From an optimization exercise on the open Yosys and OpenROAD flow, aimed at small area; shortcuts taken in it are not production practice.
RTL that was checked went through simulation tests only; none was proved equivalent to the original.

==> ember: inputs <==
## loop_engine
module loop_engine (
    input  wire        clk,
    input  wire        rst_n,
    input  wire        cfg_we,
    input  wire [5:0]  cfg_addr,
    input  wire [15:0] cfg_wdata,
    input  wire        start,
    input  wire [19:0] vref,
    input  wire [19:0] vctl,
    input  wire [15:0] vin_sample,
    input  wire [15:0] ff_pred,
    input  wire [3:0]  n_active,
    input  wire        mem_dom,
    output wire        done,
    output wire [15:0] u_q,
    output wire [14:0] ipk,
    output wire [11:0] duty,
    output wire        sat_hi,
    output wire        sat_lo
);
clock: 50.0 ns
lec_check: 0
abc_area: 1
cap_margin: 20
core_margin: 2
core_utilization: 40
cts_buf_list: sky130_fd_sc_hd__clkbuf_8
cts_cluster_diameter: 50
cts_cluster_size: 12
slew_margin: 20
standard.sh (not shown) runs the stock make flow with config.mk's settings and CLKGATE_MAP_FILE= SYNTH_SCRIPT=/design/flow/synth_recipe.tcl, a recipe that flattens the netlist after the stock synthesis.
==> flow/flow/run.sh <==
#!/bin/bash
# The standard layout (the standard.sh: standard synthesis, floorplan,
# placement, CTS, routing), with one change: the buffers that placement puts
# on every input and output port are the smallest buffer cell, buf_1,
# instead of the cell buffer_ports picks by default.
set -o pipefail
export BUFFER_PORTS_ARGS="-buffer_cell sky130_fd_sc_hd__buf_1"
bash standard.sh > standard.log 2>&1
==> raven: changes against ember <==
--- a/flow/design.v
+++ b/flow/design.v
@@ -30,17 +30,17 @@
     reg        ffv_en;
     reg        ffp_en;
     wire       a_hi = cfg_we & (cfg_addr[5:3] == 3'b100);
     wire       a_41 = cfg_we & (cfg_addr == 6'd41);
     wire       a_40 = cfg_we & (cfg_addr == 6'd40);
     wire signed [15:0] wd_s = cfg_wdata;
-    wire [16:0] cmp_wmax, cmp_wmin;
-    le_add #(17) u_cwmax (.a({cfg_wdata[15], cfg_wdata}), .b(~{out_max[15], out_max}), .ci(1'b1), .s(cmp_wmax), .co());
-    le_add #(17) u_cwmin (.a({out_min[15], out_min}), .b(~{cfg_wdata[15], cfg_wdata}), .ci(1'b1), .s(cmp_wmin), .co());
-    wire ok_outmin = cmp_wmax[16];      
-    wire ok_outmax = cmp_wmin[16];      
+    wire [15:0] cmp_x = cfg_addr[0] ? out_max : out_min;
+    wire [16:0] cmp_w;
+    le_add #(17) u_cw (.a({cfg_wdata[15], cfg_wdata}), .b(~{cmp_x[15], cmp_x}), .ci(cfg_addr[0]), .s(cmp_w), .co());
+    wire ok_outmin =  cmp_w[16];        
+    wire ok_outmax = !cmp_w[16];        
     wire ok_vinnom = (cfg_wdata >= 16'd29000) && (cfg_wdata <= 16'd36000);
     always @(posedge clk) begin
         if (!rst_n || (a_hi && cfg_addr[2:0] == 3'd0 && !cfg_wdata[15]))
             ki <= rst_n ? cfg_wdata[14:0] : 15'h0800;
         if (!rst_n || (a_hi && cfg_addr[2:0] == 3'd1 && cfg_wdata[15:4] == 12'd0))
             ki_shift <= rst_n ? cfg_wdata[3:0] : 4'd4;
@@ -82,15 +82,15 @@
             wire        ld = !rst_n || (kwe && kwp == gi);
             always @(posedge clk)
                 v <= ld ? ((rst_n ? cfg_wdata : DEF) ^ POL) : ~kq[(gi + 31) % 32];
             assign kq[gi] = v;
         end
     endgenerate
-    reg  [4:0]  kidx_r;
+    wire [4:0]  kidx;          
     wire [4:0]  krp;
-    le_add #(5) u_krp (.a(kidx_r), .b(kt), .ci(1'b0), .s(krp), .co());
+    le_add #(5) u_krp (.a(kidx), .b(kt), .ci(1'b0), .s(krp), .co());
     wire        kmatch = (krp[1:0] == 2'd0);
     wire [15:0] ktap = ({16{krp[4:2] == 3'd0}} & kq[0])
                      | ({16{krp[4:2] == 3'd1}} & kq[4])
                      | ({16{krp[4:2] == 3'd2}} & kq[8])
                      | ({16{krp[4:2] == 3'd3}} & kq[12])
                      | ({16{krp[4:2] == 3'd4}} & kq[16])
@@ -123,22 +123,18 @@
                       ( vdiff[20] && (vdiff[19:15] != 5'h1F)) ? 16'h8000 : vdiff[15:0];
     reg  [15:0] e_r;
     reg  [15:0] ep;       
     reg  [15:0] ffp_r;
     reg  [3:0]  n_r;
     reg         mem_r;
-    wire [16:0] ediff;
-    le_add #(17) u_ediff (.a({e_n[15], e_n}), .b(~{ep[15], ep}), .ci(1'b1), .s(ediff), .co());
-    wire [15:0] de_n  = (ediff[16] != ediff[15]) ? {ediff[16], {15{~ediff[16]}}} : ediff[15:0];
-    wire [5:0]  eneg  = {1'b0, ~e_n[14:10]} + {5'd0, (e_n[9:0] == 10'd0)};
-    wire [4:0]  kidx_n = !e_n[15] ? e_n[14:10] : (eneg[5] ? 5'd31 : eneg[4:0]);
+    wire [5:0]  eneg  = {1'b0, ~e_r[14:10]} + {5'd0, (e_r[9:0] == 10'd0)};
+    assign kidx = !e_r[15] ? e_r[14:10] : (eneg[5] ? 5'd31 : eneg[4:0]);
     always @(posedge clk) begin
         if (start) begin
             e_r    <= e_n;
-            kidx_r <= kidx_n;
-            ffp_r  <= ffp_en ? ff_pred : 16'd0;
+            ffp_r  <= ff_pred;
             n_r    <= n_active;
             mem_r  <= mem_dom;
         end
     end
     wire [16:0] z;
 wire zh_1 = ~(vin_nom[0] ^ ~vin_sample[0]);
@@ -252,44 +248,45 @@
     wire [16:0] ma = ({17{cki &  ki_shift[0]}} & {2'b0, ki})
                    | ({17{cki & !ki_shift[0]}} & {1'b0, ki, 1'b0})
                    | ({17{sp2}} & {1'b0, kd})
                    | ({17{sp4}} & {3'b0, k_pred})
                    | ({17{sp3}} & {k_vin[15], k_vin})
                    | ({17{sp1}} & {1'b0, ktap});
+    wire [16:0] ediff;
+    le_add #(17) u_ediff (.a({e_r[15], e_r}), .b(~{ep[15], ep}), .ci(1'b1), .s(ediff), .co());
+    wire [15:0] de = (ediff[16] != ediff[15]) ? {ediff[16], {15{~ediff[16]}}} : ediff[15:0];
     wire [15:0] mb = ({16{cki | sp1}} & e_r)
-                   | ({16{sp2}} & ep)
-                   | ({16{sp4}} & ffp_r)
-                   | ({16{sp3}} & (ffv_en ? dvin : 16'd0));
+                   | ({16{sp2}} & de)
+                   | ({16{sp4 & ffp_en}} & ffp_r)
+                   | ({16{sp3 & ffv_en}} & dvin);
     wire [32:0] mp;
     le_mul u_mul (.ma(ma), .mb(mb), .rb(sp2), .mp(mp));
     reg  [31:0] i_acc;
     wire [31:0] fl_i;
     wire        inc_up;
     le_shr u_shr (.p(mp[31:0]), .sh(ki_shift[3:1]), .f(fl_i), .up(inc_up));
     wire        inc_neg = fl_i[31] & !((&fl_i) & inc_up);
     wire [32:0] raw;
     le_add #(33) u_raw (.a({i_acc[31], i_acc}), .b({fl_i[31], fl_i}), .ci(inc_up), .s(raw), .co());
+    wire        dneg = cki ? inc_neg : raw[32];
     wire [17:0] lim18 = {3'b000, int_lim};
-    wire [17:0] c_rh, c_rl;
-    le_add #(18) u_crh (.a({raw[32], raw[32:16]}), .b(~lim18), .ci(|raw[15:0]), .s(c_rh), .co());
-    le_add #(18) u_crl (.a({raw[32], raw[32:16]}), .b(lim18),  .ci(1'b0), .s(c_rl), .co());
-    wire raw_hi  = !c_rh[17];      
-    wire raw_lo  =  c_rl[17];      
-    reg  iacc_hi, iacc_lo;
+    wire [17:0] c_r;
+    le_add #(18) u_cr (.a({raw[32], raw[32:16]}), .b(lim18 ^ {18{!dneg}}), .ci(!dneg & (|raw[15:0])),
+                       .s(c_r), .co());
+    wire beyond = c_r[17] ^ !dneg;
+    reg  iacc_oor;
     always @(posedge clk)
-        if (!(cki | c2 | c3 | c4 | c5)) begin
-            iacc_hi <= raw_hi;
-            iacc_lo <= raw_lo;
-        end
+        if (!(cki | c2 | c3 | c4 | c5))
+            iacc_oor <= beyond;
     wire [15:0] nlim;              
     le_add #(16) u_nlim (.a(~{1'b0, int_lim}), .b(16'd0), .ci(1'b1), .s(nlim), .co());
-    wire inr     = !iacc_hi && !iacc_lo;
-    wire sel_lp  = inr & raw_hi;
-    wire sel_ln  = inr & raw_lo;
-    wire sel_raw = inr ? (!raw_hi && !raw_lo) : (iacc_hi == inc_neg);
-    wire sel_old = !inr && (iacc_hi != inc_neg);
+    wire inr     = !iacc_oor;
+    wire sel_lp  = inr & !inc_neg & beyond;
+    wire sel_ln  = inr &  inc_neg & beyond;
+    wire sel_raw = inr ? !beyond : (i_acc[31] != inc_neg);
+    wire sel_old = !inr && (i_acc[31] == inc_neg);
     wire [31:0] i_new = ({32{sel_raw}} & raw[31:0])
                       | ({32{sel_old}} & i_acc)
                       | ({32{sel_lp}}  & {1'b0, int_lim, 16'd0})
                       | ({32{sel_ln}}  & {nlim, 16'd0});
     reg  [37:0] acc;
     wire [37:0] addend = ({38{sp3}} & {{4{mp[32]}}, mp, 1'b0})
@@ -317,15 +314,13 @@
         if (!rst_n) begin
             i_acc <= 32'd0;
             ep    <= 16'd0;
         end else begin
             if (c6 && !windup)
                 i_acc <= i_new;
-            if (start)
-                ep <= de_n;
-            else if (c6)
+            if (c6)
                 ep <= e_r;
         end
     end
     reg  [3:0] ir;
     reg  [9:0] iq;
     wire [3:0] ir_in = c6 ? 4'd0 : ir;
==> flow/config.mk (replaced) <==
export PLATFORM = sky130hd
export DESIGN_NAME = loop_engine
export DESIGN_NICKNAME = loop_engine
export VERILOG_FILES = /design/flow/design.v
export SDC_FILE = /design/flow/constraint.sdc
export NUM_CORES = 4
export LEC_CHECK = 0
export ABC_AREA = 1
export CAP_MARGIN = 20
export CORE_MARGIN = 2
export CORE_UTILIZATION = 60
export CTS_BUF_LIST = sky130_fd_sc_hd__clkbuf_8
export CTS_CLUSTER_DIAMETER = 60
export CTS_CLUSTER_SIZE = 16
export SLEW_MARGIN = 20
==> comparison <==
raven produced a clean layout. ember finished clean.
Against raven, the synthesized area of ember is larger by 0.50%.
Of ember and raven, ember has the higher fmax (gap about 18%, measured against raven).
Core utilization: raven is higher than ember (20 points).
Between raven and ember, the lower final cell count is in raven (gap about 9%, measured against ember).
Against raven, the count of clock-buffer cells in the layout of ember is higher by 30.
Between ember and raven, the lower synthesized cell count is in raven (gap 0.75%, measured against raven).
Against ember, the first-iteration DRC count of raven is larger by about 9%.
Function not checked in raven: the RTL went through the layout flow alone.

## separate check: timing with driven ports
The results above use ideal ports. As a check the final layouts listed here were re-extracted and re-timed, cells and wires unchanged. Step 1, drivers: a clkbuf_16 drives clk and a buf_2 each remaining input, both assumed. Step 2 times the ports against the registers' clock, not the clock port: input delays grow and output delays shrink by t, the midpoint of the rising clock arrivals with the driver on. a / b / c = ideal ports / drivers / drivers and shift; a / b = the first two.
run | t, ns | setup WS [ns] | latest minus earliest clock arrival (ns)
ember | 0.814 | 18.694 / 18.694 / 18.694 | 0.070 / 0.070
raven | 0.791 | 12.979 / 12.979 / 12.979 | 0.069 / 0.069
After both steps every run listed still meets setup and hold.
